Context: an optimization exercise on an open-source flow, tuned for small area, a short achievable clock period and few clock cycles. The choices shown serve that exercise and are no tape-out recipe. The RTL was checked by simulation tests, not by an equivalence proof against the original design. No activity file was given, so power comes from the tool's default toggle rates.

--- constraint.sdc ---
create_clock -name core_clock -period 28.0 [get_ports {clk}]
set_input_delay 5.6000 -clock core_clock [delete_from_list [all_inputs] [get_ports {clk}]]
set_output_delay 5.6000 -clock core_clock [all_outputs]
set_load 0.01 [all_outputs]
--- config.mk ---
export PLATFORM = sky130hd
export DESIGN_NAME = exact_sum
export DESIGN_NICKNAME = exact_sum
export VERILOG_FILES = /design/flow/design.v
export SDC_FILE = /design/flow/constraint.sdc
export NUM_CORES = 4
export LEC_CHECK = 0
export CAP_MARGIN = 20
export CORE_MARGIN = 2
export CORE_UTILIZATION = 45
export PLACE_DENSITY = 0.55
export SLEW_MARGIN = 20
--- design.v ---
module exact_sum_convert (
    input  wire [31:0]  data,
    input  wire [1:0]   dtype,      
    input  wire         en,         
    output wire [295:0] addend,
    output wire         neg,
    output wire         nan,
    output wire         pinf,
    output wire         ninf,
    output wire         negz
);
    reg        sign;
    reg        e_zero;
    reg        e_max;
    reg        f_zero;
    reg [23:0] m;
    reg [7:0]  pos;
    always @* begin
        if (dtype[1]) begin
            sign   = data[31];
            e_zero = ~|data[30:23];
            e_max  = &data[30:23];
            f_zero = ~|data[22:0];
            m      = {~e_zero, data[22:0]};
            pos    = {data[30:24], data[23] | e_zero};
        end else if (dtype[0]) begin
            sign   = data[15];
            e_zero = ~|data[14:7];
            e_max  = &data[14:7];
            f_zero = ~|data[6:0];
            m      = {~e_zero, data[6:0], 16'b0};
            pos    = {data[14:8], data[7] | e_zero};
        end else begin
            sign   = data[15];
            e_zero = ~|data[14:10];
            e_max  = &data[14:10];
            f_zero = ~|data[9:0];
            m      = {~e_zero, data[9:0], 13'b0};
            pos    = {3'b0, data[14:11], data[10] | e_zero} + 8'd112;
        end
    end
    wire [23:0] mg = (en && !e_max) ? m : 24'd0;
    assign neg = en & sign;
    wire [63:0] fsh = {40'd0, mg} << pos[4:0];
    wire [63:0] g   = fsh ^ {64{neg}};
    wire [2:0]  kc  = pos[7:5];
    genvar c, i;
    generate
        for (c = 0; c < 10; c = c + 1) begin : g_chunk
            wire is_lo = (c < 8) && (kc == c);
            wire is_hi = (c >= 1) && (c <= 8) && (kc == c - 1);
            for (i = 0; i < 32; i = i + 1) begin : g_bit
                if (32 * c + i < 296) begin : g_b
                    assign addend[32 * c + i] = is_lo ? g[i] : is_hi ? g[32 + i] : neg;
                end
            end
        end
    endgenerate
    assign nan  = en & e_max & ~f_zero;
    assign pinf = en & e_max & f_zero & ~sign;
    assign ninf = en & e_max & f_zero & sign;
    assign negz = e_zero & f_zero & sign;
endmodule
module exact_sum_scan (
    input  wire [295:0] w,
    input  wire [36:0]  c,          
    output wire [63:0]  win_w,
    output wire [15:0]  win_d,
    output wire         sign,
    output wire         below_nz,
    output wire [3:0]   k,
    output wire         zero
);
    wire [36:0] z, f, e, dd, g, p;
    genvar j;
    generate
        for (j = 0; j < 37; j = j + 1) begin : g_seg
            wire [7:0] ws = w[8 * j + 7 : 8 * j];
            wire       cj = (j == 0) ? 1'b0 : c[j];
            assign z[j]  = ws == 8'h00;
            assign f[j]  = ws == 8'hFF;
            assign e[j]  = ws == 8'hFE;
            assign dd[j] = ws == 8'hFD;
            assign g[j]  = f[j] & cj;
            assign p[j]  = f[j] | (e[j] & cj);
        end
    endgenerate
    reg [36:0] gg [0:6];
    reg [36:0] pp [0:6];
    integer l, m;
    always @* begin
        gg[0] = g;
        pp[0] = p;
        for (l = 0; l < 6; l = l + 1) begin
            for (m = 0; m < 37; m = m + 1) begin
                if (m >= (1 << l)) begin
                    gg[l + 1][m] = gg[l][m] | (pp[l][m] & gg[l][m - (1 << l)]);
                    pp[l + 1][m] = pp[l][m] & pp[l][m - (1 << l)];
                end else begin
                    gg[l + 1][m] = gg[l][m];
                    pp[l + 1][m] = pp[l][m];
                end
            end
        end
    end
    wire [36:0] cin = {gg[6][35:0], 1'b0};
    wire [36:0] d_lo, d_hi, rz, ro;
    generate
        for (j = 0; j < 37; j = j + 1) begin : g_res
            wire cj = (j == 0) ? 1'b0 : c[j];
            assign d_lo[j] = cj ^ cin[j];
            assign d_hi[j] = cj & cin[j];
            assign rz[j] = (~cj & ~cin[j] & z[j]) | (d_lo[j] & f[j]) | (d_hi[j] & e[j]);
            assign ro[j] = (~cj & ~cin[j] & f[j]) | (d_lo[j] & e[j]) | (d_hi[j] & dd[j]);
        end
    endgenerate
    wire [7:0] top = w[295:288] + {6'b0, d_hi[36], d_lo[36]};
    assign sign = top[7];
    wire [9:0] cz, co, sel, nzb;
    wire [31:0] cw [0:10];
    wire [7:0]  cd [0:10];
    generate
        for (j = 0; j < 9; j = j + 1) begin : g_chk
            assign cz[j] = &rz[4 * j + 3 : 4 * j];
            assign co[j] = &ro[4 * j + 3 : 4 * j];
            assign cw[j + 1] = w[32 * j + 31 : 32 * j];
            assign cd[j + 1] = {d_hi[4 * j + 3], d_lo[4 * j + 3], d_hi[4 * j + 2], d_lo[4 * j + 2],
                                d_hi[4 * j + 1], d_lo[4 * j + 1], d_hi[4 * j],     d_lo[4 * j]};
        end
    endgenerate
    assign cz[9]  = rz[36];
    assign co[9]  = ro[36];
    assign cw[10] = {{24{sign}}, w[295:288]};
    assign cd[10] = {6'b0, d_hi[36], d_lo[36]};
    assign cw[0]  = 32'd0;
    assign cd[0]  = 8'd0;
    wire [9:0] sig0 = ~cz, sig1 = ~co;
    wire [9:0] sel0, sel1;
    generate
        for (j = 0; j < 10; j = j + 1) begin : g_sel
            if (j == 9) begin : g_top
                assign sel0[j] = sig0[j];
                assign sel1[j] = sig1[j];
            end else if (j == 0) begin : g_bot
                assign sel0[j] = ~|sig0[9:1];
                assign sel1[j] = ~|sig1[9:1];
            end else begin : g_mid
                assign sel0[j] = sig0[j] & ~|sig0[9:j + 1];
                assign sel1[j] = sig1[j] & ~|sig1[9:j + 1];
            end
            if (j < 2) begin : g_nz0
                assign nzb[j] = 1'b0;
            end else begin : g_nz
                assign nzb[j] = ~&cz[j - 2 : 0];
            end
        end
    endgenerate
    assign sel = sign ? sel1 : sel0;
    reg [63:0] ww;
    reg [15:0] wd;
    reg [3:0]  kk;
    reg        bnz;
    integer q;
    always @* begin
        ww = 64'd0;
        wd = 16'd0;
        kk = 4'd0;
        bnz = 1'b0;
        for (q = 0; q < 10; q = q + 1) begin
            ww  = ww | ({64{sel[q]}} & {cw[q + 1], cw[q]});
            wd  = wd | ({16{sel[q]}} & {cd[q + 1], cd[q]});
            kk  = kk | ({4{sel[q]}} & q[3:0]);
            bnz = bnz | (sel[q] & nzb[q]);
        end
    end
    assign win_w    = ww;
    assign win_d    = wd;
    assign k        = kk;
    assign below_nz = bnz;
    assign zero     = &cz;
endmodule
module exact_sum_align (
    input  wire [63:0] win_w,
    input  wire [15:0] win_d,
    input  wire        sign,
    input  wire        below_nz,
    input  wire [3:0]  k,
    input  wire [1:0]  dtype,      
    output wire [24:0] kept,
    output wire        guard,
    output wire        sticky,
    output wire [7:0]  exp0,       
    output wire        ovf0,       
    output wire        ovf1        
);
    wire [63:0] y;
    genvar j;
    generate
        for (j = 0; j < 8; j = j + 1) begin : g_y
            assign y[8 * j + 7 : 8 * j] = win_w[8 * j + 7 : 8 * j] + {6'b0, win_d[2 * j + 1 : 2 * j]};
        end
    endgenerate
    wire [5:0] p1, p0, tz6;
    wire       tz_any;
    exact_sum_lzd u_p1 (.x(y),  .lead(1'b1), .pos(p1), .any());
    exact_sum_lzd u_p0 (.x(~y), .lead(1'b1), .pos(p0), .any());
    exact_sum_lzd u_tz (.x(y),  .lead(1'b0), .pos(tz6), .any(tz_any));
    wire [5:0] pl = sign ? p0 : p1;
    reg [4:0] mb;
    reg [8:0] min_sh;
    reg [8:0] exp_bias;
    reg [8:0] exp_all1;
    always @* begin
        case (dtype)
            2'd0:    begin mb = 5'd10; min_sh = 9'd126; exp_bias = 9'd25;  exp_all1 = 9'd31;  end
            2'd1:    begin mb = 5'd7;  min_sh = 9'd17;  exp_bias = 9'd134; exp_all1 = 9'd255; end
            default: begin mb = 5'd23; min_sh = 9'd1;   exp_bias = 9'd150; exp_all1 = 9'd255; end
        endcase
    end
    wire [9:0] lmin_s = {1'b0, min_sh} + 10'd32 - {1'b0, k, 5'b0};    
    wire [6:0] lmin   = lmin_s[9] ? 7'd0 : (lmin_s > 10'd65) ? 7'd65 : lmin_s[6:0];
    wire [7:0] lmb    = {1'b0, lmin} + {3'b0, mb};
    wire       use_p  = {2'b0, pl} >= lmb;
    wire [6:0] lp1    = {1'b0, pl} - {2'b0, mb} - 7'd1;                 
    wire [6:0] lmin1  = lmin - 7'd1;
    wire [6:0] ls1    = use_p ? lp1 : lmin1;
    wire [159:0] ye = {{96{sign}}, y};
    wire [159:0] sr = ye >> ls1;
    assign guard  = sr[0] ^ sign;
    assign kept   = sr[25:1] ^ {25{sign}};
    assign sticky = below_nz | (tz_any & ({1'b0, tz6} < ls1));
    wire [10:0] eb   = {2'b0, k, 5'b0} + {2'b0, exp_bias} - 11'd182;
    wire [7:0]  e0   = {1'b0, ls1} + 8'd1 + eb[7:0];
    wire [10:0] th   = {2'b0, exp_all1} - 11'd1 - eb;
    wire        thn  = th[10];
    assign exp0 = e0;
    assign ovf0 = thn | ({4'b0, ls1} >= th);
    assign ovf1 = thn | ({4'b0, ls1} + 11'd1 >= th);
endmodule
module exact_sum_lzd (
    input  wire [63:0] x,
    input  wire        lead,
    output wire [5:0]  pos,
    output wire        any
);
    reg [63:0]  v;
    reg [383:0] p;
    reg [63:0]  nv;
    reg [383:0] np;
    reg         pick_hi;
    integer l, n;
    always @* begin
        v = x;
        p = 384'd0;
        for (l = 0; l < 6; l = l + 1) begin
            nv = 64'd0;
            np = 384'd0;
            for (n = 0; n < (32 >> l); n = n + 1) begin
                nv[n] = v[2 * n + 1] | v[2 * n];
                pick_hi = lead ? v[2 * n + 1] : ~v[2 * n];
                np[6 * n +: 6] = pick_hi ? (p[6 * (2 * n + 1) +: 6] | (6'd1 << l)) : p[6 * (2 * n) +: 6];
            end
            v = nv;
            p = np;
        end
    end
    assign pos = p[5:0];
    assign any = v[0];
endmodule
module exact_sum_round (
    input  wire [24:0] kept,
    input  wire        guard,
    input  wire        sticky,
    input  wire [7:0]  exp0,
    input  wire        ovf0,
    input  wire        ovf1,
    input  wire        sign,
    input  wire        zero,
    input  wire        nan,
    input  wire        pinf,
    input  wire        ninf,
    input  wire        negz,
    input  wire [1:0]  dtype,      
    output reg  [31:0] result
);
    wire cin = sign & ~sticky;
    wire c1  = guard & cin;
    wire c2  = (guard ^ cin) & (sticky | kept[0]);
    wire [25:0] q_rnd = {1'b0, kept} + {25'd0, c1 | c2};
    reg carry, normal;
    always @* begin
        case (dtype)
            2'd0:    begin carry = q_rnd[11]; normal = q_rnd[11] | q_rnd[10]; end
            2'd1:    begin carry = q_rnd[8];  normal = q_rnd[8]  | q_rnd[7];  end
            default: begin carry = q_rnd[24]; normal = q_rnd[24] | q_rnd[23]; end
        endcase
    end
    wire [22:0] frac = carry ? 23'd0 : q_rnd[22:0];
    wire [7:0]  exp  = normal ? (exp0 + {7'd0, carry}) : 8'd0;
    wire        ovf  = normal & (carry ? ovf1 : ovf0);
    always @* begin
        if (nan || (pinf && ninf)) begin
            case (dtype)
                2'd0:    result = 32'h0000_7E00;
                2'd1:    result = 32'h0000_7FC0;
                default: result = 32'h7FC0_0000;
            endcase
        end else if (pinf || ninf || ovf) begin
            case (dtype)
                2'd0:    result = {16'b0, ninf || (!pinf && sign), 5'h1F, 10'b0};
                2'd1:    result = {16'b0, ninf || (!pinf && sign), 8'hFF, 7'b0};
                default: result = {ninf || (!pinf && sign), 8'hFF, 23'b0};
            endcase
        end else if (zero) begin
            case (dtype)
                2'd0, 2'd1: result = {16'b0, negz, 15'b0};
                default:    result = {negz, 31'b0};
            endcase
        end else begin
            case (dtype)
                2'd0:    result = {16'b0, sign, exp[4:0], frac[9:0]};
                2'd1:    result = {16'b0, sign, exp[7:0], frac[6:0]};
                default: result = {sign, exp[7:0], frac[22:0]};
            endcase
        end
    end
endmodule
module exact_sum (
    input  wire        clk,
    input  wire        rst,
    input  wire        in_valid,
    output wire        in_ready,
    input  wire [31:0] in_data,
    input  wire [1:0]  in_dtype,
    input  wire        in_last,
    output wire        out_valid,
    input  wire        out_ready,
    output wire [31:0] out_data
);
    reg        in_ready_q;
    reg        ir_valid;
    reg [31:0] ir_data;
    reg [1:0]  ir_dtype;
    reg        ir_last;
    reg [295:0] acc;
    reg [36:1]  carry;
    reg         acc_nan, acc_pinf, acc_ninf, acc_negz;
    reg [1:0]   acc_dtype;
    reg         acc_done;      
    reg         s1_valid;
    reg [63:0]  s1_w;
    reg [15:0]  s1_d;
    reg         s1_sign, s1_bnz, s1_zero;
    reg [3:0]   s1_k;
    reg         s1_nan, s1_pinf, s1_ninf, s1_negz;
    reg [1:0]   s1_dtype;
    reg         s2_valid;
    reg [24:0]  s2_kept;
    reg         s2_guard, s2_sticky, s2_sign, s2_zero;
    reg [7:0]   s2_exp0;
    reg         s2_ovf0, s2_ovf1;
    reg         s2_nan, s2_pinf, s2_ninf, s2_negz;
    reg [1:0]   s2_dtype;
    reg         out_valid_q;
    reg [31:0]  result_q;
    assign in_ready  = in_ready_q;
    assign out_valid = out_valid_q;
    assign out_data  = result_q;
    reg  acc_ok, consume, go, base0;
    wire [295:0] cv_add;
    wire         cv_neg, cv_nan, cv_pinf, cv_ninf, cv_negz;
    exact_sum_convert u_convert (
        .data  (ir_data),
        .dtype (ir_dtype),
        .en    (consume),
        .addend(cv_add),
        .neg   (cv_neg),
        .nan   (cv_nan),
        .pinf  (cv_pinf),
        .ninf  (cv_ninf),
        .negz  (cv_negz)
    );
    wire [295:0] acc_b   = base0 ? 296'd0 : acc;
    wire [36:0]  carry_b = base0 ? 37'd0 : {carry, cv_neg};
    wire [295:0] acc_n;
    wire [37:1]  carry_n;
    genvar j;
    generate
        for (j = 0; j < 37; j = j + 1) begin : g_seg
            assign {carry_n[j + 1], acc_n[8 * j + 7 : 8 * j]} =
                {1'b0, acc_b[8 * j + 7 : 8 * j]} + {1'b0, cv_add[8 * j + 7 : 8 * j]} +
                {8'd0, (j == 0) ? cv_neg : carry_b[j]};
        end
    endgenerate
    wire [63:0] sc_w;
    wire [15:0] sc_d;
    wire        sc_sign, sc_bnz, sc_zero;
    wire [3:0]  sc_k;
    exact_sum_scan u_scan (
        .w       (acc),
        .c       ({carry, 1'b0}),
        .win_w   (sc_w),
        .win_d   (sc_d),
        .sign    (sc_sign),
        .below_nz(sc_bnz),
        .k       (sc_k),
        .zero    (sc_zero)
    );
    wire [24:0] al_kept;
    wire        al_guard, al_sticky;
    wire [7:0]  al_exp0;
    wire        al_ovf0, al_ovf1;
    exact_sum_align u_align (
        .win_w   (s1_w),
        .win_d   (s1_d),
        .sign    (s1_sign),
        .below_nz(s1_bnz),
        .k       (s1_k),
        .dtype   (s1_dtype),
        .kept    (al_kept),
        .guard   (al_guard),
        .sticky  (al_sticky),
        .exp0    (al_exp0),
        .ovf0    (al_ovf0),
        .ovf1    (al_ovf1)
    );
    wire [31:0] round_result;
    exact_sum_round u_round (
        .kept    (s2_kept),
        .guard   (s2_guard),
        .sticky  (s2_sticky),
        .exp0    (s2_exp0),
        .ovf0    (s2_ovf0),
        .ovf1    (s2_ovf1),
        .sign    (s2_sign),
        .zero    (s2_zero),
        .nan     (s2_nan),
        .pinf    (s2_pinf),
        .ninf    (s2_ninf),
        .negz    (s2_negz),
        .dtype   (s2_dtype),
        .result  (round_result)
    );
    wire s2_move   = s2_valid & (~out_valid_q | out_ready);
    wire s2_next   = s1_valid | (s2_valid & ~s2_move);
    wire s1_move   = s1_valid & (~s2_valid | s2_move);
    wire s1_next   = go | (s1_valid & ~s1_move);
    wire out_next  = s2_move | (out_valid_q & ~out_ready);
    wire done_next = (consume & ir_last) | (acc_done & ~acc_ok);
    wire irv_next  = in_ready_q ? in_valid : ir_valid;
    wire ok_next   = ~(done_next & s1_next & s2_next & out_next);
    always @(posedge clk) begin
        if (in_ready_q) begin
            ir_data  <= in_data;
            ir_dtype <= in_dtype;
            ir_last  <= in_last;
        end
        acc   <= acc_n;
        carry <= carry_n[36:1];
        if (base0) begin
            acc_nan  <= cv_nan;
            acc_pinf <= cv_pinf;
            acc_ninf <= cv_ninf;
            acc_negz <= ~consume | cv_negz;
        end else if (consume) begin
            acc_nan  <= acc_nan  | cv_nan;
            acc_pinf <= acc_pinf | cv_pinf;
            acc_ninf <= acc_ninf | cv_ninf;
            acc_negz <= acc_negz & cv_negz;
        end
        if (consume)
            acc_dtype <= ir_dtype;
        if (go) begin
            s1_w     <= sc_w;
            s1_d     <= sc_d;
            s1_sign  <= sc_sign;
            s1_bnz   <= sc_bnz;
            s1_zero  <= sc_zero;
            s1_k     <= sc_k;
            s1_nan   <= acc_nan;
            s1_pinf  <= acc_pinf;
            s1_ninf  <= acc_ninf;
            s1_negz  <= acc_negz;
            s1_dtype <= acc_dtype;
        end
        if (s1_move) begin
            s2_kept   <= al_kept;
            s2_guard  <= al_guard;
            s2_sticky <= al_sticky;
            s2_exp0   <= al_exp0;
            s2_ovf0   <= al_ovf0;
            s2_ovf1   <= al_ovf1;
            s2_sign   <= s1_sign;
            s2_zero   <= s1_zero;
            s2_nan    <= s1_nan;
            s2_pinf   <= s1_pinf;
            s2_ninf   <= s1_ninf;
            s2_negz   <= s1_negz;
            s2_dtype  <= s1_dtype;
        end
        if (s2_move)
            result_q <= round_result;
        if (rst) begin
            in_ready_q  <= 1'b1;
            ir_valid    <= 1'b0;
            acc_done    <= 1'b0;
            acc_ok      <= 1'b1;
            consume     <= 1'b0;
            go          <= 1'b0;
            base0       <= 1'b1;
            s1_valid    <= 1'b0;
            s2_valid    <= 1'b0;
            out_valid_q <= 1'b0;
        end else begin
            in_ready_q  <= ~irv_next | ok_next;
            ir_valid    <= irv_next;
            acc_done    <= done_next;
            acc_ok      <= ok_next;
            consume     <= irv_next & ok_next;
            go          <= done_next & ok_next;
            base0       <= done_next & ok_next;
            s1_valid    <= s1_next;
            s2_valid    <= s2_next;
            out_valid_q <= out_next;
        end
    end
endmodule
--- run.sh ---
#!/bin/bash
# synth_recipe.tcl (not shown) runs the flow's synth.tcl, then flattens the netlist and writes it again
# the make line also repeats each setting of config.mk as NAME=value (left out here)
make -C /OpenROAD-flow-scripts/flow DESIGN_CONFIG=/design/flow/config.mk WORK_HOME=/design/flow/orfs CLKGATE_MAP_FILE= SYNTH_SCRIPT=/design/flow/synth_recipe.tcl finish
==> run summary, run 1 <==
Avg WL per Cell=26.8 um; CTS tree=built; Rows=126; port bufs=72; kind of critical path=reg -> reg; Iter 0 DRT Violations=5518; Final min period=9.51 ns; Slew Limit Headroom=18.5%; clock sink count=553; die area=123000 um2; WP data required=28.41 ns; number of buffers created by CTS=73; Hold Vio Cnt, Final=0; Post-Layout Cell Count=8406; RSZ-0062 raised after global routing=no; final setup vio count=0; postcts setup bufs=0; Die W=350 um; CP delay by family, top=simple AND/OR/NAND/NOR gates; synthesized instance count=6882; Leak=0.0240 uW; routability cong.=0.999; Bufs and invs on worst path=2; Layout area overhead=8.76%; DRT Pass-1 Iters=10; Crit Reg-Reg Startpoint=s1_w[25]$_DFFE_PP_; ys async rst share=0%; Clk Latency, worst-skew pair=0.69 ns; maximum clock rate=0.105 GHz; Post-synth EDFFs=211; Initial Util=45.5%; CTS Hold Buffers Added=0; startpoint types=register; sequential cell area fraction in the yosys report=24.5%; clk slew on worst S/H paths=0.06 ns; CP max FO=42; pin count of the biggest net entering global routing=83; Cell Area, Synth=53900 um2; Seq cells post-synth=553; number of global-route vias before repair=49000; drt total wl=225000 um; PD cells=57.8 nW/um2; Hold Slack=0.430 ns; clk buf depth=3; Final Net Count=7271; crit end category=register; Cells after DPL=8268; H-tree Lvls=3; chip height=350 um; antenna violations before repair=5; worst hold path type=reg -> reg; core area=118000 um2; clk_skew=0.0283 ns; Synth top area share=12.7%; Finished Core Util=49.5%; Total Routing Usage GR=35.9%; Vias/cell=6.23; peak supply drop=0.0460 mV; Worst Setup SP=s1_w[25]$_DFFE_PP_; hold path start=acc_dtype[0]$_DFFE_PP_; outcome=complete, no violations; Area contributors post-synth=dfxtp_1, edfxtp_1, ha_1; # IOs=73; post-CTS sizing=0; Worst-Margin Slew=1.21 ns; most common flop cell mapped by yosys=dfxtp_1; critical path's slowest cell=and3_2; Tcrit/Tclk final=34.0%; total overflow reported by the global router=0; clk root buf=clkbuf_16; DRC viols=0; Vias=52400; Synth cell types=108; Max Slew Vio Count=0; layout cells sized above 1=6.33%; remaining antenna violation count=0; Ys Warns=8; crit-path max cell delay=0.87 ns; total power=3390 uW; post-synth top area cell=dfxtp_1; number of max-cap violations=0; Syn Area/Cell=7.83 um2; setup TNS=0 ns; Critical Path AT=9.92 ns; DPL Wire Length=177000 um; first-pass GRT wire length=328000 um
-- through the flow --
stage          cell area, um2  setup WS, ns
3_3_place_gp            56100         18.57
4_1_cts                 58600         18.59
2_1_floorplan           53900         19.67
5_1_grt                 58600         17.75
6_report                58600         18.49
3_5_place_dp            56100         18.57
-- worst register-to-register path: cells and delay by family (launching register included) --
kind                       cells  cell delay [ns]
AOI/OAI and AO/OA             12             2.48
adders and majority gates      3             1.18
buffers and inverters          2             0.79
and+or+nand+nor               10             3.27
DFF                            1             0.73
xor gates and xnor gates       2             0.82
-- Yosys cell counts (25+ instances only) --
master,count
xor2_1,96
o22ai_1,33
and2_1,34
a211oi_1,50
fa_1,83
o21a_1,40
edfxtp_1,211
a21o_1,103
o21ai_0,406
clkbuf_1,303
xnor2_1,313
nand3_1,240
nor3_1,148
buf_1,42
mux2i_1,200
a31oi_1,28
nand2_1,708
and3_1,45
nand4_1,83
a221oi_1,33
o21bai_1,109
inv_1,400
mux2_2,93
a22oi_1,116
nor2_1,544
buf_2,45
nand2b_1,60
or3_1,25
nor4_1,63
a21oi_1,686
a221o_1,36
nor2b_1,291
dfxtp_1,342
ha_1,405
a222oi_1,40
-- final timing paths --
path / end / slack (ns) / cells after the start
setup / recovery: s2_ovf1$_DFFE_PP_ / 18.49 / 29
hold / removal: s1_dtype[0]$_DFFE_PP_ / 0.43 / 0
setup reg to reg: s2_ovf1$_DFFE_PP_ / 18.49 / 29
hold reg to reg: s1_dtype[0]$_DFFE_PP_ / 0.43 / 0
-- cell type report --
class	instances	area, um2
clock buffers	101	2080
flip-flops and latches	553	13200
clock inverters	34	402
multi-input cells	5520	37800
repair buffers	184	1560
well taps	1600	2000
diodes	2	5.00
inverters	412	1550
fillers	11500	59800
-- cells in the final DEF, fill, tap and decap left out, drive strengths merged, types with 40 or more instances in the layout --
master / instances
a211oi: 52
edfxtp: 211
nand2b: 60
xor2: 98
mux2: 97
nor4: 63
a21o: 103
a222oi: 40
buf: 112
clkbuf: 101
dfxtp: 342
o21a: 40
nand3: 242
mux2i: 200
o21bai: 109
a21oi: 692
nand2: 708
and3: 45
xnor2: 313
o21ai: 424
fa: 83
ha: 405
nand4: 83
clkdlybuf4s50: 72
inv: 411
a22oi: 116
nor2b: 291
nor2: 544
nor3: 151
-- power by group --
| part | internal, uW | switching (uW) |
|---|---|---|
| Sequential | 1000 | 310 |
| Combinational | 434 | 657 |
| Clock | 558 | 428 |
| Total | 2000 | 1390 |
-- per-layer routing --
layer,global-route usage [%],vias up,share of wire (%)
met5,0,-,0.014
met4,23.6,4,7.3
met3,5.00,458,7.7
met2,56.9,2377,45
met1,45.7,25100,40
li1,-,24500,-
-- registers in the layout, summed over array words and instances (netlist names), 4 cells and up --
register	flops
acc	296
s1_w	64
carry	36
ir_data	32
result_q	32
s2_kept	25
s1_d	16
s2_exp0	8
s1_k	4
-- kinds of logic after synthesis --
logic type | count (synthesis) | synth area share (%)
AND/OR/NAND/NOR | 2363 | 21.2
AO/OA/AOI/OAI | 1919 | 22.4
buffers and inverters | 812 | 5.87
flip-flops | 553 | 24.5
adder cells (fa/ha/maj) | 508 | 12.9
XOR/XNOR | 411 | 6.71
multiplexers | 315 | 6.50
other | 1 | 0.00696
Testbench counts, summed over its fixed seeds: cycles 36,855.
==> run 2: changes to the inputs <==
--- a/config.mk
+++ b/config.mk
@@ -7,6 +7,6 @@
 export LEC_CHECK = 0
 export CAP_MARGIN = 20
 export CORE_MARGIN = 2
-export CORE_UTILIZATION = 45
-export PLACE_DENSITY = 0.55
+export CORE_UTILIZATION = 60
+export PLACE_DENSITY = 0.7
 export SLEW_MARGIN = 20
==> run 2 against run 1 <==
Effect of this change:
- die area shrank 25%
- fmax decreased by 0.31%
- wire length decreased by 5.5%
- flip-flop and latch count stayed put
- combinational power hardly changed
- first-iteration DRC count up 50%
- critical path depth increased by 2
- register-to-register slack got worse by 0.03 ns
- clock-buffer cell count up 2
- final area down 1.2%
- setup slack worse by 0.029 ns
- clock power shrank 4.7%
- largest power group unchanged
==> run summary, run 2 <==
Max Slew Vio Count=0 (unchanged); Hold Crit Depth=0 (unchanged); r2r worst-path depth=31 (+6.9%); Avg WL per Cell=26.8 um (about the same); outcome=complete, no violations; clk_skew=0.0629 ns (+0.0347 ns); Syn Area/Cell=7.83 um2 (unchanged); most used cell, CP=a21oi_1; flop2flop setup slack=18.46 ns (-0.03 ns); Iter 0 DRT Violations=8292 (+50%); drt total wl=213000 um (-5.5%); CTS tree=built; WHS Endpoint=s2_negz$_DFFE_PP_; Crit Reg-Reg Startpoint=s1_d[4]$_DFFE_PP_; Leak=0.0239 uW (-0.43%); setup TNS=0 ns (unchanged); highest-count cells in the layout ignoring fill and taps=nand2_1, a21oi_1, nor2_1; Cell Area, Synth=53900 um2 (unchanged); synthesized instance count=6882 (unchanged); Reg with most FFs=acc; RSZ-0062 raised after global routing=no; Final min period=9.54 ns (+0.0294 ns); sequential cell area fraction in the yosys report=24.5% (unchanged); final setup vio count=0 (unchanged); xor/xnor share of the synthesized area=6.71% (unchanged); multiplexer area fraction after synthesis=6.50% (unchanged); peak supply drop=0.0511 mV (+11%); critical path's slowest cell=buf_4; total power=3340 uW (-1.4%); Clk Latency, worst-skew pair=0.69 ns (about the same); Synth Area in Compound Gates=22.4% (unchanged); Slew Limit Headroom=14.8% (-3.7 points); DRT Pass-1 Iters=10 (unchanged); die area=92200 um2 (-25%); Rows=109 (-13%); hold path start=s1_negz$_DFFE_PP_; ANT cells=0 (-2); Cells after DPL=7818 (-5.4%); Regs by FF count=acc: 296 flops, s1_w: 64 flops, carry: 36 flops; Design Area, Final=57900 um2 (-1.2%); Total Routing Usage GR=44.4% (+8.5 points); core area=88600 um2 (-25%); clk root buf=clkbuf_16; Worst Setup SP=s1_d[4]$_DFFE_PP_; commonest non-fill, non-tap cell in the layout=nand2_1; # IOs=73 (unchanged); number of global-route vias before repair=49700 (+1.4%); adder-cell share of the synthesized area=12.9% (unchanged); clock sink count=553 (unchanged); post-synth top area cell=dfxtp_1; Die W=304 um (-13%); ys async rst share=0% (unchanged); layout cells sized above 1=6.00% (-0.33 points); DRC viols=0 (unchanged); chip height=304 um (-13%); Synth top area share=12.7% (unchanged); startpoint types=register; PD cells=57.8 nW/um2 (-0.14%); crit-path max cell delay=0.69 ns (-0.18 ns); Ys Warns=8 (unchanged); antenna violations before repair=3 (-2); clk slew on worst S/H paths=0.06 ns (about the same); Post-synth EDFFs=211 (unchanged); Tcrit/Tclk final=34.1% (+0.11 points); first-pass GRT wire length=313000 um (-4.5%); Hold Vio Cnt, Final=0 (unchanged); DP Area=55400 um2 (-1.2%); remaining antenna violation count=0 (unchanged); pin count of the biggest net entering global routing=84 (+1.2%); Critical Path AT=9.99 ns (+0.07 ns); kind of critical path=reg -> reg; DPL Wire Length=163000 um (-7.7%); number of buffers created by CTS=68 (-6.8%); worst hold path type=reg -> reg; Vias=54000 (+3.1%); Layout area overhead=7.40%; Synth Area in Simple Gates=21.2% (unchanged); CTS Hold Buffers Added=0 (unchanged); max reg flops=296 (unchanged); maximum clock rate=0.105 GHz (-0.31%); post-CTS sizing=0 (unchanged); largest family of logic cells by synthesized area=compound AO/OA/AOI/OAI gates; Initial Util=60.8% (+15 points); top post-synthesis cells by count=nand2_1, a21oi_1, nor2_1; total overflow reported by the global router=0 (unchanged); Area contributors post-synth=dfxtp_1, edfxtp_1, ha_1; Worst-Margin Slew=1.27 ns (+0.0554 ns); CP max FO=66 (+57%); most numerous cell in the Yosys netlist=nand2_1; routability cong.=1.10 (+10%); most common flop cell mapped by yosys=dfxtp_1; postcts setup bufs=0 (unchanged); WP data required=28.45 ns (+0.04 ns); Seq cells post-synth=553 (unchanged); H-tree Lvls=3 (unchanged); crit end category=register; RR Endpoint=s2_kept[13]$_DFFE_PP_; clk buf depth=3 (unchanged); port bufs=72 (unchanged); Post-Layout Cell Count=7947 (-5.5%); Vias/cell=6.79 (+9.0%); Final Net Count=7254 (-0.23%); number of max-cap violations=0 (unchanged); Synth cell types=108 (unchanged)
run 2: cell count changes in the layout (fill, tap and decap cells not counted), sizes merged:
cell	delta
clkbuf	+4
clkinvlp	-4
clkinv	-10
diode	-2
bufinv	+2
buf	-14
run 2: final cells by class:
| cell class | count | area (um2) |
|---|---|---|
| fillers | 7770 | 30800 |
| multi-input cells | 5520 | 37800 |
| inverters | 412 | 1550 |
| flip-flops and latches | 553 | 13200 |
| repair buffers | 172 | 1510 |
| clock inverters | 22 | 368 |
| well taps | 1165 | 1460 |
| clock buffers | 103 | 1980 |
run 2: kinds of logic (layout without fill, tap and decap cells):
group                    count (synthesis)  after routing
AND/OR/NAND/NOR                       2363           2363
AO/OA/AOI/OAI                         1919           1919
buffers and inverters                  812            709
flip-flops                             553            553
adder cells (fa/ha/maj)                508            508
XOR/XNOR                               411            411
multiplexers                           315            315
other                                    1              4
run 2: worst max path at each step:
stage	endpoint	slack [ns]	depth (start not counted)
finish	s2_kept[13]$_DFFE_PP_	18.46	31
detailed placement	s2_ovf1$_DFFE_PP_	18.69	32
global placement	s2_ovf1$_DFFE_PP_	18.90	32
global route	s2_ovf1$_DFFE_PP_	17.80	32
CTS	s2_ovf1$_DFFE_PP_	18.70	32
floorplan	s2_dtype[0]$_DFFE_PP_	19.67	3
run 2: per-layer routing:
metal / GRT usage, % / vias to the layer above / part of all wire [%]
met1: 54.0 / 25300 / 36
met2: 68.9 / 3431 / 43
met3: 10.1 / 856 / 11
met4: 33.1 / 4 / 9.3
li1: - / 24400 / -
met5: 0 / - / 0.013
run 2: power breakdown:
part / internal, uW / total [uW] / switching [uW]
Sequential: 1000 / 1310 / 302
Clock: 544 / 940 / 396
Combinational: 435 / 1100 / 662
Total: 1980 / 3340 / 1360
run 2: through the flow:
step	worst slack, ns	hold WS [ns]	utilization [%]
final	18.46	0.428	65.3
after global routing	17.80	0.444	65.3
after CTS	18.70	0.429	65.2
after detailed placement	18.69	0.406	62.5
after global placement	18.90	0.407	62.5
after floorplan	19.67	0.400	-
run 2: critical path: cells and delay by family (launching register included):
family          cells  cell delay [ns]
compound gates     13             3.04
xor+xnor            1             0.65
fa+ha+maj           3             1.11
buf+inv             5             1.57
flops               1             0.40
mux                 2             0.96
simple gates        7             1.51
==> run 3: changes to the inputs <==
--- a/design.v
+++ b/design.v
@@ -228,14 +228,23 @@
     wire [159:0] sr = ye >> ls1;
     assign guard  = sr[0] ^ sign;
     assign kept   = sr[25:1] ^ {25{sign}};
-    assign sticky = below_nz | (tz_any & ({1'b0, tz6} < ls1));
+    wire [7:0] tzm = {2'b0, tz6} + {3'b0, mb} + 8'd1;
+    wire st_p = tzm < {2'b0, pl};
+    wire st_m = {1'b0, tz6} < lmin1;
+    assign sticky = below_nz | (tz_any & (use_p ? st_p : st_m));
     wire [10:0] eb   = {2'b0, k, 5'b0} + {2'b0, exp_bias} - 11'd182;
-    wire [7:0]  e0   = {1'b0, ls1} + 8'd1 + eb[7:0];
-    wire [10:0] th   = {2'b0, exp_all1} - 11'd1 - eb;
-    wire        thn  = th[10];
-    assign exp0 = e0;
-    assign ovf0 = thn | ({4'b0, ls1} >= th);
-    assign ovf1 = thn | ({4'b0, ls1} + 11'd1 >= th);
+    wire [7:0]  ebm  = eb[7:0] - {3'b0, mb};
+    wire [7:0]  e0p  = {2'b0, pl} + ebm;
+    wire [7:0]  e0m  = {1'b0, lmin} + eb[7:0];
+    wire [10:0] th   = {2'b0, exp_all1} - eb;           
+    wire [10:0] thp  = th + {6'b0, mb};                  
+    wire        o0p  = thp[10] | ({5'b0, pl} >= thp);
+    wire        o1p  = thp[10] | ({5'b0, pl} + 11'd1 >= thp);
+    wire        o0m  = th[10]  | ({4'b0, lmin} >= th);
+    wire        o1m  = th[10]  | ({4'b0, lmin} + 11'd1 >= th);
+    assign exp0 = use_p ? e0p : e0m;
+    assign ovf0 = use_p ? o0p : o0m;
+    assign ovf1 = use_p ? o1p : o1m;
 endmodule
 module exact_sum_lzd (
     input  wire [63:0] x,
@@ -442,8 +451,8 @@
         .result  (round_result)
     );
     wire s2_move   = s2_valid & (~out_valid_q | out_ready);
-    wire s2_next   = s1_valid | (s2_valid & ~s2_move);
-    wire s1_move   = s1_valid & (~s2_valid | s2_move);
+    wire s1_move   = s1_valid & ~(s2_valid & out_valid_q);
+    wire s2_next   = s1_move | (s2_valid & ~s2_move);
     wire s1_next   = go | (s1_valid & ~s1_move);
     wire out_next  = s2_move | (out_valid_q & ~out_ready);
     wire done_next = (consume & ir_last) | (acc_done & ~acc_ok);
==> run 3 against run 2 <==
Effect of this change:
- final area increased by 2.8%
- synthesized cell count increased by 1.4%
- fmax increased by 5.5%
- first-iteration DRC count decreased by 12%
- via count increased by 0.92%
- critical path depth decreased by 4
- non-clock buffer count increased by 19
- register-to-register slack improved by 0.50 ns
- clock-buffer cell count decreased by 14
- setup slack improved by 0.50 ns
- die area increased by 2.5%
- synthesized area increased by 2.5%
- critical path type unchanged
- critical endpoint is now s2_kept[1]$_DFFE_PP_
- highest routed layer unchanged
==> run summary, run 3 <==
Finished Core Util=65.1% (-0.21 points); Avg WL per Cell=26.7 um (-0.25%); Final Net Count=7440 (+2.6%); Leak=0.0255 uW (+6.5%); Regs by FF count=acc: 296 flops, s1_w: 64 flops, carry: 36 flops; flop2flop setup slack=18.96 ns (+0.50 ns); chip height=307 um (+1.2%); outcome=complete, no violations; max reg flops=296 (unchanged); postcts setup bufs=0 (unchanged); die area=94500 um2 (+2.5%); number of buffers created by CTS=70 (+2.9%); Total Routing Usage GR=44.7% (+0.24 points); port bufs=72 (unchanged); clock power share=28.3% (+0.2 points); Clk Latency, worst-skew pair=0.67 ns (-0.02 ns); Critical Path AT=9.43 ns (-0.56 ns); setup TNS=0 ns (unchanged); most common flop cell mapped by yosys=dfxtp_1; kind of critical path=reg -> reg; logic gate share of total power=33.4% (+0.6 points); DP Area=56900 um2 (+2.7%); top post-synthesis cells by count=nand2_1, a21oi_1, nor2_1; DRC viols=0 (unchanged); Max Slew Vio Count=0 (unchanged); Rows=111 (+1.8%); H-tree Lvls=3 (unchanged); crit end category=register; worst hold path type=reg -> reg; WP data required=28.39 ns (-0.06 ns); Die W=307 um (+1.2%); post-synth top area cell=dfxtp_1; RSZ-0062 raised after global routing=no; antenna violations before repair=2 (-1); clk buf depth=3 (unchanged); first-pass GRT wire length=319000 um (+1.9%); drt total wl=217000 um (+1.9%); pin count of the biggest net entering global routing=86 (+2.4%); routability cong.=1.09 (-0.86%); # IOs=73 (unchanged); Slew Limit Headroom=19.2% (+4.4 points); Worst-Margin Slew=1.20 ns (-0.0724 ns); DRT Pass-1 Iters=9 (-1); Hold Slack=0.418 ns (-0.0100 ns); Iter 0 DRT Violations=7268 (-12%); Vias=54500 (+0.92%); remaining antenna violation count=0 (unchanged); CP max FO=40 (-39%); Ys Warns=8 (unchanged); commonest non-fill, non-tap cell in the layout=nand2_1; startpoint types=register; number of max-cap violations=0 (unchanged); Post-synth EDFFs=211 (unchanged); footprint of the multi-input gates=39100 um2 (+3.3%); DPL Wire Length=168000 um (+2.7%); Hold Vio Cnt, Final=0 (unchanged); FILL cells=8076 (+3.9%); Layout area overhead=7.68%; Area contributors post-synth=dfxtp_1, edfxtp_1, ha_1; Reg power frac=38.4% (-0.7 points); clk_skew=0.0317 ns (-0.0312 ns); highest-count cells in the layout ignoring fill and taps=nand2_1, a21oi_1, nor2_1; PD cells=58.7 nW/um2 (+1.6%); clk root buf=clkbuf_16; clk slew on worst S/H paths=0.08 ns (+0.02 ns); Synth top area share=12.4% (-0.31 points); CTS Hold Buffers Added=0 (unchanged); core area=91400 um2 (+3.1%); sequential cell area fraction in the yosys report=23.9% (-0.59 points); Syn Area/Cell=7.92 um2 (+1.1%); post-CTS sizing=0 (unchanged); Design Area, Final=59500 um2 (+2.8%); Seq cells post-synth=553 (unchanged); final setup vio count=0 (unchanged); layout cells sized above 1=6.39% (+0.39 points); total overflow reported by the global router=0 (unchanged); clock sink count=553 (unchanged); Cell Area, Synth=55200 um2 (+2.5%); Tcrit/Tclk final=32.3% (-1.8 points); cell-internal power=2060 uW (+4.2%); dpl ws=19.07 ns (+0.373 ns); Final min period=9.04 ns (-0.496 ns); maximum clock rate=0.111 GHz (+5.5%); most numerous cell in the Yosys netlist=nand2_1; Reg with most FFs=acc; ys async rst share=0% (unchanged); synthesized instance count=6975 (+1.4%); Vias/cell=6.71 (-1.3%); register area=13200 um2 (unchanged); worst setup margin=18.96 ns (+0.496 ns); peak supply drop=0.0520 mV (+1.8%); Initial Util=60.4% (-0.35 points); Sw Pwr=1430 uW (+4.9%); CTS tree=built; net switching fraction of the power=40.9% (+0.17 points); number of global-route vias before repair=50400 (+1.4%); Synth cell types=112 (+3.7%)
run 3: worst max-delay path, stage by stage (launching register included):
cell	delay, ns
edfxtp_1	0.37
ha_1	0.24
fa_1	0.52
or2_1	0.31
or4_1	0.41
o31a_1	0.18
nor4_4	0.34
nand2_2	0.16
nor3_2	0.62
o31ai_1	0.16
a31oi_1	0.23
o32a_1	0.43
inv_1	0.15
ha_1	0.29
nand2b_1	0.14
a21o_1	0.17
a211o_1	0.28
a211oi_1	0.40
or3_1	0.73
mux2i_4	0.33
buf_4	0.44
buf_4	0.60
mux2_2	0.41
o21a_1	0.19
mux2i_1	0.17
mux2_2	0.21
mux2i_1	0.09
mux2i_1	0.14
run 3: area by class of cell:
cell class / count / share of cell area (%)
Timing Repair Buffer: 191 / 2.78
Tap cell: 1186 / 2.50
Clock buffer: 89 / 3.19
Sequential cell: 553 / 22.2
Multi-Input combinational cell: 5624 / 65.7
Antenna cell: 3 / 0.0126
Inverter: 435 / 2.75
Clock inverter: 41 / 0.911
run 3: path summary, 6_finish.rpt:
kind,start,to,cells after the start
worst max register to register,s1_w[40]$_DFFE_PP_,s2_kept[1]$_DFFE_PP_,27
worst min-delay path,s1_nan$_DFFE_PP_,s2_nan$_DFFE_PP_,0
worst min register to register,s1_nan$_DFFE_PP_,s2_nan$_DFFE_PP_,0
worst max-delay path,s1_w[40]$_DFFE_PP_,s2_kept[1]$_DFFE_PP_,27
run 3: stage by stage:
stage | instances | total power, uW
6_report | 8122 | 3490
5_1_grt | 8119 | 3620
4_1_cts | 8116 | 3420
3_5_place_dp | 7986 | 2440
3_3_place_gp | 7986 | 2410
2_1_floorplan | 6983 | 2010
run 3: cells by family after synthesis:
| logic type | after synthesis | synth area share (%) |
|---|---|---|
| XOR/XNOR | 429 | 6.81 |
| AO/OA/AOI/OAI | 1822 | 20.6 |
| buffers and inverters | 806 | 5.80 |
| AND/OR/NAND/NOR | 2357 | 20.7 |
| multiplexers | 463 | 8.85 |
| adder cells (fa/ha/maj) | 543 | 13.4 |
| other | 2 | 0.0136 |
| flip-flops | 553 | 23.9 |
run 3: per-layer routing:
metal	track usage [%]	part of all wire (%)
met1	54.5	37
met2	68.6	43
met3	10.8	11
met4	32.6	8.9
met5	0	0.0051
run 3: power by group through the flow:
| stage | sequential (uW) | clock (uW) | combinational, uW |
|---|---|---|---|
| 4_1_cts | 1320 | 988 | 1120 |
| 3_5_place_dp | 1330 | 0 | 1110 |
| 6_report | 1340 | 987 | 1170 |
| 3_3_place_gp | 1330 | 0 | 1090 |
| 5_1_grt | 1350 | 1020 | 1250 |
| 2_1_floorplan | 1160 | 0 | 849 |
Testbench counts of run 3, summed over its fixed seeds: cycles 36,855.
==> run 4: changes to the inputs <==
--- a/design.v
+++ b/design.v
@@ -456,10 +456,11 @@
     wire s1_next   = go | (s1_valid & ~s1_move);
     wire out_next  = s2_move | (out_valid_q & ~out_ready);
     wire done_next = (consume & ir_last) | (acc_done & ~acc_ok);
-    wire irv_next  = in_ready_q ? in_valid : ir_valid;
+    wire ir_load   = ~ir_valid | acc_ok;
+    wire irv_next  = ir_load ? in_valid : ir_valid;
     wire ok_next   = ~(done_next & s1_next & s2_next & out_next);
     always @(posedge clk) begin
-        if (in_ready_q) begin
+        if (ir_load) begin
             ir_data  <= in_data;
             ir_dtype <= in_dtype;
             ir_last  <= in_last;
==> flow/run.sh (new file) <==
#!/bin/bash
set -euo pipefail
MARGIN=$(cat flow/margin.txt)
bash standard.sh \
  "BUFFER_PORTS_ARGS=-buffer_cell sky130_fd_sc_hd__buf_2" \
  "SETUP_SLACK_MARGIN=$MARGIN" \
  finish > flow_make.log 2>&1
==> flow/margin.txt (new file) <==
21
==> standard.sh (new file) <==
#!/bin/bash
# synth_recipe.tcl (not shown) runs the flow's synth.tcl, then flattens the netlist and writes it again
# the make line also repeats each setting of config.mk as NAME=value (left out here)
make -C /OpenROAD-flow-scripts/flow DESIGN_CONFIG=/design/flow/config.mk WORK_HOME=/design/flow/orfs CLKGATE_MAP_FILE= SYNTH_SCRIPT=/design/flow/synth_recipe.tcl "${@:-finish}"
--- a/config.mk
+++ b/config.mk
@@ -7,6 +7,6 @@
 export LEC_CHECK = 0
 export CAP_MARGIN = 20
 export CORE_MARGIN = 2
-export CORE_UTILIZATION = 60
-export PLACE_DENSITY = 0.7
+export CORE_UTILIZATION = 50
+export PLACE_DENSITY = 0.6
 export SLEW_MARGIN = 20
removed: run.sh
==> run 4 against run 3 <==
Effect of this change:
- first-iteration DRC count up 10%
- total power up 3.2%
- clock-buffer cell count up 12
- cell count up 4.1%
- via count up 2.3%
- combinational power up 7%
- critical path type unchanged
- largest cell class unchanged
==> run summary, run 4 <==
outcome=complete, no violations; Final Net Count=7544 (+1.4%); most common flop cell mapped by yosys=dfxtp_1; drt total wl=231000 um (+6.7%); Worst-Margin Slew=1.30 ns (+0.103 ns); WP data required=28.42 ns (+0.03 ns); crit-path max cell delay=0.58 ns (-0.15 ns); Initial Util=50.5% (-9.9 points); Seq cells post-synth=553 (unchanged); Bufs and invs on worst path=6 (+3); die area=113000 um2 (+19%); clk slew on worst S/H paths=0.07 ns (about the same); Total Routing Usage GR=38.3% (-6.3 points); Regs by FF count=acc: 296 flops, s1_w: 64 flops, carry: 36 flops; H-tree Lvls=3 (unchanged); post-synth top area cell=dfxtp_1; CP max FO=6 (-85%); # IOs=73 (unchanged); first-pass GRT wire length=326000 um (+2.4%); kind of critical path=reg -> reg; Layout area overhead=16.4%; remaining antenna violation count=0 (unchanged); Tcrit/Tclk final=25.5% (-6.8 points); maximum clock rate=0.140 GHz (+27%); Avg WL per Cell=27.4 um (+2.5%); clock sink count=553 (unchanged); Clk Latency, worst-skew pair=0.68 ns (about the same); dpl ws=18.59 ns (-0.478 ns); Leak=0.0271 uW (+6.1%); total overflow reported by the global router=0 (unchanged); Die W=336 um (+9.3%); most numerous cell in the Yosys netlist=nand2_1; cell-internal power=2120 uW (+2.8%); crit end category=register; clk_skew=0.0282 ns (-0.00354 ns); Max Slew Vio Count=0 (unchanged); top post-synthesis cells by count=nand2_1, a21oi_1, nor2_1; pin count of the biggest net entering global routing=121 (+41%); max reg flops=296 (unchanged); CTS Hold Buffers Added=0 (unchanged); highest-count cells in the layout ignoring fill and taps=nand2_1, nor2_1, a21oi_1; Critical Path AT=7.57 ns (-1.86 ns); critical path's slowest cell=or4_4; net switching fraction of the power=41.1% (+0.23 points); DP Area=56500 um2 (-0.67%); chip height=336 um (+9.3%); setup TNS=0 ns (unchanged); Vias/cell=6.59 (-1.7%); worst hold path type=reg -> reg; CTS tree=built; Ys Warns=8 (unchanged); DRC viols=0 (unchanged); antenna violations before repair=8 (+6); clk buf depth=3 (unchanged); Synth top area share=12.4% (+0.032 points); clk root buf=clkbuf_16; Hold Slack=0.422 ns (+0.00388 ns); layout cells sized above 1=15.3% (+8.9 points); commonest non-fill, non-tap cell in the layout=nand2_1; startpoint types=register; RSZ-0062 raised after global routing=yes; Sw Pwr=1480 uW (+3.8%); Hold Vio Cnt, Final=0 (unchanged); final setup vio count=0 (unchanged); ys async rst share=0% (unchanged); Cell Area, Synth=55100 um2 (-0.26%); routability cong.=1.02 (-6.7%); number of max-cap violations=0 (unchanged); Post-synth EDFFs=211 (unchanged); synthesized instance count=6949 (-0.37%); total power=3600 uW (+3.2%); Iter 0 DRT Violations=8001 (+10%); Syn Area/Cell=7.93 um2 (+0.12%); Rows=121 (+9.0%); PD cells=56.2 nW/um2 (-4.3%); DRT Pass-1 Iters=12 (+3); sequential cell area fraction in the yosys report=23.9% (+0.061 points); CP delay by family, top=compound AO/OA/AOI/OAI gates; Final min period=7.15 ns (-1.89 ns); number of global-route vias before repair=50600 (+0.48%); core area=109000 um2 (+19%); FILL cells=9880 (+22%); worst setup margin=20.85 ns (+1.89 ns); Vias=55700 (+2.3%); Area contributors post-synth=dfxtp_1, edfxtp_1, ha_1; logic gate share of total power=34.8% (+1.4 points); port bufs=72 (unchanged); Design Area, Final=64100 um2 (+7.8%); number of buffers created by CTS=71 (+1.4%); clock power share=27.1% (-1.2 points); DPL Wire Length=168000 um (about the same); Slew Limit Headroom=12.8% (-6.4 points); peak supply drop=0.0445 mV (-14%); Synth cell types=104 (-7.1%); Reg with most FFs=acc; Reg power frac=38.1% (-0.3 points)
-- run 4: changes by cell type after synthesis, moves of 22 or more --
cell      delta
mux2i_1    -153
a222oi_1   +131
nor3_1      +22
nand3_1    -102
a221o_1     +37
nand2_1    -135
a21oi_1     -74
nor2_1     +120
a21boi_0    +25
clkbuf_1    +67
o21ai_0     +43
a22oi_1     -29
-- run 4: layout make-up --
type | instances | area (um2) | area share (%)
repair buffers | 371 | 3720 | 5.81
clock buffers | 101 | 2060 | 3.22
clock inverters | 29 | 333 | 0.519
diodes | 3 | 7.51 | 0.0117
well taps | 1414 | 1770 | 2.76
inverters | 432 | 1640 | 2.55
flip-flops and latches | 553 | 13200 | 20.7
multi-input cells | 5550 | 41300 | 64.5
-- run 4: metal layers --
layer	track usage [%]	wire length (um)
met1	47.4	86500
met2	60.1	101000
met3	6.61	21200
met4	28.1	22500
met5	0	78
-- run 4: through the flow --
step | std cells | utilization (%)
finish | 8453 | 58.8
global route | 8450 | 58.8
CTS | 8316 | 55.9
detailed placement | 8112 | 51.9
global placement | 8112 | 51.9
floorplan | 6957 | -
-- run 4: final timing paths --
| check | depth (start not counted) | from | slack, ns | end |
|---|---|---|---|---|
| hold reg to reg | 0 | acc_dtype[0]$_DFFE_PP_ | 0.42 | s1_dtype[0]$_DFFE_PP_ |
| setup / recovery | 28 | s1_w[32]$_DFFE_PP_ | 20.85 | s2_kept[19]$_DFFE_PP_ |
| hold / removal | 0 | acc_dtype[0]$_DFFE_PP_ | 0.42 | s1_dtype[0]$_DFFE_PP_ |
| setup reg to reg | 28 | s1_w[32]$_DFFE_PP_ | 20.85 | s2_kept[19]$_DFFE_PP_ |
-- run 4: worst register-to-register path: cells and delay by family, from the launching register on --
| family | cells | cell delay [ns] |
|---|---|---|
| DFF | 1 | 0.43 |
| and+or+nand+nor | 6 | 1.80 |
| AOI/OAI and AO/OA | 9 | 2.01 |
| buffers and inverters | 6 | 0.79 |
| muxes | 4 | 1.09 |
| adders and majority gates | 3 | 0.80 |
-- run 4: cell families after synthesis --
| family | count (synthesis) | synth area share (%) |
|---|---|---|
| multiplexers | 311 | 6.20 |
| adder cells (fa/ha/maj) | 542 | 13.4 |
| AO/OA/AOI/OAI | 1993 | 23.8 |
| flip-flops | 553 | 23.9 |
| AND/OR/NAND/NOR | 2263 | 19.8 |
| buffers and inverters | 863 | 6.06 |
| other | 2 | 0.0136 |
| XOR/XNOR | 422 | 6.72 |
-- run 4: repair_timing --
action / CTS / global route
buffers inserted: 57 / 97
pin swaps: 58 / 116
cloned: 17 / 35
setup endpoints to repair: 112 / 127
resized for setup: 299 / 403
-- run 4: power groups by stage --
stage | Clock (uW) | Combinational (uW) | Sequential (uW)
finish | 977 | 1250 | 1370
global route | 1010 | 1340 | 1380
CTS | 985 | 1150 | 1330
detailed placement | 0 | 1100 | 1340
global placement | 0 | 1080 | 1340
floorplan | 0 | 842 | 1160
Testbench counts of run 4, summed over its fixed seeds: cycles 36,855.
==> run 5: changes to the inputs <==
--- a/design.v
+++ b/design.v
@@ -393,12 +393,18 @@
     wire [36:0]  carry_b = base0 ? 37'd0 : {carry, cv_neg};
     wire [295:0] acc_n;
     wire [37:1]  carry_n;
-    genvar j;
+    genvar j, i;
     generate
         for (j = 0; j < 37; j = j + 1) begin : g_seg
-            assign {carry_n[j + 1], acc_n[8 * j + 7 : 8 * j]} =
-                {1'b0, acc_b[8 * j + 7 : 8 * j]} + {1'b0, cv_add[8 * j + 7 : 8 * j]} +
-                {8'd0, (j == 0) ? cv_neg : carry_b[j]};
+            wire [8:0] rc;
+            assign rc[0] = (j == 0) ? cv_neg : carry_b[j];
+            for (i = 0; i < 8; i = i + 1) begin : g_fa
+                wire a = acc_b[8 * j + i];
+                wire b = cv_add[8 * j + i];
+                assign acc_n[8 * j + i] = a ^ b ^ rc[i];
+                assign rc[i + 1] = (a & b) | (rc[i] & (a ^ b));
+            end
+            assign carry_n[j + 1] = rc[8];
         end
     endgenerate
     wire [63:0] sc_w;
--- a/config.mk
+++ b/config.mk
@@ -8,5 +8,7 @@
 export CAP_MARGIN = 20
 export CORE_MARGIN = 2
 export CORE_UTILIZATION = 50
+export CTS_CLUSTER_DIAMETER = 80
+export CTS_CLUSTER_SIZE = 32
 export PLACE_DENSITY = 0.6
 export SLEW_MARGIN = 20
==> run 5 against run 4 <==
Effect of this change:
- still clean
- combinational power is 15% lower
- sequential power is 4% lower
- non-clock buffer count is 62 higher
- wire length is 3.7% lower
- setup slack worse by 0.11 ns
- critical path depth stayed put
- register-to-register slack worse by 0.11 ns
==> run summary, run 5 <==
Area contributors post-synth=dfxtp_1, edfxtp_1, fa_1; ys async rst share=0% (unchanged); commonest non-fill, non-tap cell in the layout=nand2_1; Critical Path AT=7.68 ns (+0.11 ns); Final min period=7.26 ns (+0.108 ns); Seq cells post-synth=553 (unchanged); clk_skew=0.0528 ns (+0.0246 ns); Synth cell types=97 (-6.7%); WHS Endpoint=s2_ninf$_DFFE_PP_; Crit Reg-Reg Startpoint=s1_w[48]$_DFFE_PP_; Synth top area share=13.5% (+1.1 points); die area=104000 um2 (-7.7%); H-tree Lvls=2 (-1); clock sink count=553 (unchanged); total overflow reported by the global router=0 (unchanged); Tcrit/Tclk final=25.9% (+0.39 points); WP data required=28.42 ns (about the same); maximum clock rate=0.138 GHz (-1.5%); outcome=complete, no violations; Hold Vio Cnt, Final=0 (unchanged); dpl ws=18.60 ns (+0.0118 ns); antenna violations before repair=1 (-7); routability cong.=1.05 (+3.3%); Cell Area, Synth=50800 um2 (-7.8%); flop2flop setup slack=20.74 ns (-0.11 ns); chip height=323 um (-3.9%); number of buffers created by CTS=43 (-39%); Avg WL per Cell=28.7 um (+4.9%); worst setup margin=20.74 ns (-0.108 ns); DPL Wire Length=164000 um (-2.1%); peak supply drop=0.0594 mV (+34%); RSZ-0062 raised after global routing=yes; PD cells=52.1 nW/um2 (-7.3%); Reg with most FFs=acc; crit-path max cell delay=0.51 ns (-0.07 ns); top post-synthesis cells by count=nand2_1, a21oi_1, nor2_1; clk buf depth=3 (unchanged); worst hold path type=reg -> reg; clk slew on worst S/H paths=0.10 ns (+0.03 ns); Leak=0.0238 uW (-12%); final setup vio count=0 (unchanged); most used cell, CP=mux2i_1; Die W=323 um (-3.9%); highest-count cells in the layout ignoring fill and taps=nand2_1, inv_1, a21oi_1; kind of critical path=reg -> reg; CP delay by family, top=simple AND/OR/NAND/NOR gates; pin count of the biggest net entering global routing=84 (-31%); Clk Latency, worst-skew pair=0.70 ns (+0.02 ns); Vias=51000 (-8.5%); setup TNS=0 ns (unchanged); total power=3130 uW (-13%); sequential cell area fraction in the yosys report=26.0% (+2.0 points); most common flop cell mapped by yosys=dfxtp_1; first-pass GRT wire length=315000 um (-3.5%); Slew Limit Headroom=17.9% (+5.2 points); Total Routing Usage GR=41.0% (+2.7 points); clk root buf=clkbuf_16; post-synth top area cell=dfxtp_1; Ys Warns=8 (unchanged); number of max-cap violations=0 (unchanged); Bufs and invs on worst path=6 (unchanged); most numerous cell in the Yosys netlist=nand2_1; Vias/cell=6.57 (-0.29%); remaining antenna violation count=0 (unchanged); Layout area overhead=18.1%; DRT Pass-1 Iters=12 (unchanged); layout cells sized above 1=18.3% (+3.0 points); RR Endpoint=s2_kept[6]$_DFFE_PP_; Rows=116 (-4.1%); Post-synth EDFFs=211 (unchanged); Iter 0 DRT Violations=6935 (-13%); DRC viols=0 (unchanged); Hold Crit Depth=0 (unchanged); max reg flops=296 (unchanged); number of global-route vias before repair=46700 (-7.8%); crit end category=register; r2r worst-path depth=28 (unchanged); CTS tree=built; CP max FO=8 (+2); port bufs=72 (unchanged); Syn Area/Cell=8.10 um2 (+2.3%); critical path's slowest cell=nor3_1; hold path start=s1_ninf$_DFFE_PP_; startpoint types=register; Max Slew Vio Count=0 (unchanged); Final Net Count=6890 (-8.7%); Worst-Margin Slew=1.22 ns (-0.0769 ns); # IOs=73 (unchanged); CTS Hold Buffers Added=0 (unchanged); synthesized instance count=6265 (-9.8%); core area=100000 um2 (-7.9%); drt total wl=223000 um (-3.7%); Regs by FF count=acc: 296 flops, s1_w: 64 flops, carry: 36 flops; Initial Util=50.6% (about the same)
==> run 5: worst max path at each step <==
stage | startpoint | to | slack [ns] | cells past startpoint
floorplan | s1_w[16]$_DFFE_PP_ | s2_kept[9]$_DFFE_PP_ | 21.02 | 27
global placement | s1_w[24]$_DFFE_PP_ | s2_kept[8]$_DFFE_PP_ | 18.78 | 25
detailed placement | s1_w[24]$_DFFE_PP_ | s2_kept[8]$_DFFE_PP_ | 18.60 | 25
CTS | s1_w[32]$_DFFE_PP_ | s2_kept[14]$_DFFE_PP_ | 20.83 | 33
global route | s1_w[41]$_DFFE_PP_ | s2_kept[7]$_DFFE_PP_ | 20.56 | 31
finish | s1_w[48]$_DFFE_PP_ | s2_kept[6]$_DFFE_PP_ | 20.74 | 28
==> run 5: report_power, final <==
group | switching [uW] | internal (uW) | leakage (uW)
clock | 408 | 332 | 0.000801
combinational | 662 | 402 | 0.0182
sequential | 314 | 1010 | 0.00484
total | 1380 | 1740 | 0.0238
==> run 5: layout make-up <==
class,instances,area [um2]
inverters,457,1730
diodes,2,5.00
well taps,1357,1700
clock inverters,35,542
clock buffers,44,1100
fillers,8990,40500
repair buffers,433,4150
flip-flops and latches,553,13300
multi-input cells,4874,37500
==> run 5: stage by stage <==
step                      instance area (um2)  util (%)  std cells  hold WS, ns
after detailed placement                52600      52.4       7438        0.405
after CTS                               57100      56.8       7641        0.429
after global routing                    60000      59.7       7753        0.434
final                                   60000      59.7       7755        0.430
after floorplan                         51000         -       6274        0.400
after global placement                  52600      52.4       7437        0.402
==> run 5: cell families (layout without fill, tap and decap cells) <==
group	count (synthesis)	after routing	synth area share (%)
DFF	553	553	26.0
and+or+nand+nor	2245	2246	20.5
xor gates and xnor gates	209	209	3.61
buffers and inverters	853	969	6.42
adders and majority gates	511	511	17.0
AOI/OAI and AO/OA	1533	1538	19.1
muxes	359	359	7.46
other	2	13	0.0148
==> run 5: what timing repair did <==
action / CTS / global route
endpoints found under the setup margin: 189 / 165
resized for setup: 328 / 472
pin swaps: 71 / 140
gates cloned: 22 / 15
buffers inserted: 102 / 96
==> run 5: layer usage <==
| layer | GRT usage, % | wire (um) | part of all wire [%] | up-vias |
|---|---|---|---|---|
| met3 | 7.44 | 20800 | 9.3 | 898 |
| met2 | 64.0 | 97500 | 44 | 3247 |
| met1 | 50.7 | 82000 | 37 | 24400 |
| met5 | 0 | 13 | 0.0058 | - |
| met4 | 31.0 | 22400 | 10 | 2 |
| li1 | - | - | - | 22400 |
Testbench counts of run 5, summed over its fixed seeds: cycles 36,855.
==> run 6: changes to the inputs <==
==> flow/margin.txt (replaced) <==
20
==> run 6 against run 5 <==
Effect of this change:
- global-route usage shrank 0.72 points
- flip-flop and latch count is the same
- non-clock buffer count fell by 206
- via count decreased by 3.8%
- critical endpoint is now s1_d[11]$_DFFE_PP_
==> run summary, run 6 <==
Die W=323 um (unchanged); Reg with most FFs=acc; clk root buf=clkbuf_16; max reg flops=296 (unchanged); number of max-cap violations=0 (unchanged); outcome=complete, no violations; Post-synth EDFFs=211 (unchanged); clock sink count=553 (unchanged); net switching fraction of the power=44.3% (about the same); flop2flop setup slack=20.15 ns (-0.59 ns); commonest non-fill, non-tap cell in the layout=nand2_1; PD cells=54.8 nW/um2 (+5.2%); Seq cells post-synth=553 (unchanged); CP max FO=84 (+76); Synth cell types=97 (unchanged); clk slew on worst S/H paths=0.11 ns (about the same); cell-internal power=1690 uW (-3.0%); Total Routing Usage GR=40.3% (-0.72 points); most numerous cell in the Yosys netlist=nand2_1; clk buf depth=3 (unchanged); Clk Latency, worst-skew pair=0.70 ns (about the same); GR Layer Usage met2=62.9% (-1.1 points); Most Crowded Layer GR=met2; Ys Warns=8 (unchanged); logic gate share of total power=31.2% (-2.8 points); ANT cells=0 (-2); maximum clock rate=0.127 GHz (-7.6%); number of buffers created by CTS=44 (+2.3%); number of global-route vias before repair=45600 (-2.2%); kind of critical path=reg -> reg; most common flop cell mapped by yosys=dfxtp_1; CTS tree=built; Avg WL per Cell=28.3 um (-1.5%); post-synth top area cell=dfxtp_1; H-tree Lvls=2 (unchanged); Regs by FF count=acc: 296 flops, s1_w: 64 flops, carry: 36 flops; sequential cell area fraction in the yosys report=26.0% (unchanged); Vias=49100 (-3.8%); Tcrit/Tclk final=28.0% (+2.1 points); Final min period=7.85 ns (+0.594 ns); setup TNS=0 ns (unchanged); synthesized instance count=6265 (unchanged); DRC viols=0 (unchanged); crit-path max cell delay=0.91 ns (+0.40 ns); CP delay by family, top=compound AO/OA/AOI/OAI gates; Reg power frac=43.3% (+1.0 points); worst hold path type=reg -> reg; Bufs and invs on worst path=3 (-3); peak supply drop=0.0571 mV (-3.8%); total overflow reported by the global router=0 (unchanged); M3 GR Usage=5.81% (-1.6 points); Area contributors post-synth=dfxtp_1, edfxtp_1, fa_1; clock power share=25.4% (+1.7 points); Hold Vio Cnt, Final=0 (unchanged); critical path's slowest cell=a222oi_1; grt met1 use=51.6% (+0.89 points); Slew Limit Headroom=13.1% (-4.8 points); remaining antenna violation count=0 (unchanged); Worst-Margin Slew=1.29 ns (+0.0710 ns); Initial Util=50.6% (unchanged); RSZ-0062 raised after global routing=yes; die area=104000 um2 (unchanged); Layout area overhead=8.94%; crit end category=register; antenna violations before repair=3 (+2); WP data required=28.42 ns (about the same); Vias/cell=6.50 (-1.1%); port bufs=72 (unchanged); Finished Core Util=55.1% (-4.6 points); # IOs=73 (unchanged); DPL Wire Length=166000 um (+1.3%)
## run 6: cell counts after synthesis
Identical to the previous run, type by type.
## run 6: worst register-to-register path, cell delays in order, from the launching register on
cell	delay, ns
dfxtp_1	0.48
nand4_1	0.25
nor3_4	0.34
buf_4	0.20
nand4_1	0.11
or4_1	0.57
a211oi_4	0.32
o211ai_1	0.24
a2111oi_4	0.42
a2111oi_0	0.12
nor3_1	0.22
a32oi_1	0.17
a2111oi_2	0.32
o211a_1	0.22
ha_1	0.23
ha_1	0.25
a31oi_1	0.17
nor2_1	0.09
xnor2_2	0.22
inv_2	0.17
and2_1	0.26
nand2_1	0.13
o22ai_4	0.08
buf_8	0.30
a222oi_1	0.93
nand3_1	0.27
a221oi_2	0.35
nand2_1	0.17
## run 6: final timing paths
kind / startpoint / end / cells after the start
max: acc[122]$_DFF_P_ / s1_d[11]$_DFFE_PP_ / 27
min: s1_nan$_DFFE_PP_ / s2_nan$_DFFE_PP_ / 0
max reg2reg: acc[122]$_DFF_P_ / s1_d[11]$_DFFE_PP_ / 27
min reg2reg: s1_nan$_DFFE_PP_ / s2_nan$_DFFE_PP_ / 0
## run 6: area by class of cell
cell class              instances  area [um2]
fillers                      9574       45100
multi-input cells            4869       35200
flip-flops and latches        553       13200
repair buffers                227        1780
inverters                     457        1730
well taps                    1357        1700
clock buffers                  44        1100
clock inverters                38         649
## run 6: per-stage QoR
stage / power, uW / area (um2) / cells / setup WS, ns
after detailed placement: 2210 / 52500 / 7426 / 18.82
final: 3030 / 55300 / 7545 / 20.15
after global placement: 2200 / 52500 / 7426 / 18.84
after CTS: 2990 / 54800 / 7526 / 20.01
after floorplan: 1800 / 50800 / 6274 / 20.31
after global routing: 3170 / 55300 / 7545 / 19.96
## run 6: power groups by stage
stage	registers, uW	clock network, uW	logic (uW)
final	1310	772	948
after global routing	1330	803	1030
after CTS	1300	779	911
after detailed placement	1310	0	900
after global placement	1320	0	884
after floorplan	1150	0	650
## run 6: timing repair
| item | CTS | global route |
|---|---|---|
| setup endpoints to repair | 110 | 136 |
| gates resized for setup | 54 | 88 |
| cloned | 5 | 2 |
| hold buffers | 0 | 0 |
| setup buffers | 13 | 15 |
| endpoints found under the hold margin | 0 | 0 |
| pin swaps | 6 | 10 |
## run 6: per-layer routing
metal  wire length (um)  vias up
met5                 27        -
met4              18800        4
met3              19400      593
met2              93600     2881
met1              81800    23700
li1                   -    21900
## run 6: kinds of logic (layout without fill, tap and decap cells)
logic type | count (synthesis) | after routing | synth area share, %
other | 2 | 11 | 0.0148
buffers and inverters | 853 | 766 | 6.42
muxes | 359 | 359 | 7.46
AOI/OAI and AO/OA | 1533 | 1534 | 19.1
and+or+nand+nor | 2245 | 2245 | 20.5
adders and majority gates | 511 | 511 | 17.0
DFF | 553 | 553 | 26.0
xor gates and xnor gates | 209 | 209 | 3.61

-- port drivers added, routing unchanged --
Ports are ideal in the flow. The routed layouts listed here were re-timed in OpenROAD. Step 1, drivers: a clkbuf_16 drives clk and a buf_2 each remaining input, both assumed. Step 2, shift: input delay + t, output delay - t, t = (earliest + latest rising clock arrival at the registers) / 2. This alone moves slack from input paths to output paths. Three values: no drivers, after step 1, after step 2; two values: the first two.
run	shift t [ns]	slack for setup (ns)	latest minus earliest clock arrival (ns)	worst slew at a driven data input, ns	cell pins on the clock port's net
run 1	0.747	18.490 / 18.490 / 18.490	0.029 / 0.028	0.04	1
run 2	0.736	18.461 / 18.461 / 18.461	0.063 / 0.063	0.04	1
run 3	0.738	18.957 / 18.957 / 18.957	0.033 / 0.033	0.07	1
run 4	0.736	20.851 / 20.851 / 20.851	0.028 / 0.028	0.05	1
run 5	0.753	20.743 / 20.743 / 20.743	0.054 / 0.054	0.07	1
run 6	0.756	20.150 / 20.150 / 20.150	0.038 / 0.038	0.06	1
After both steps setup and hold are still met in every run listed.
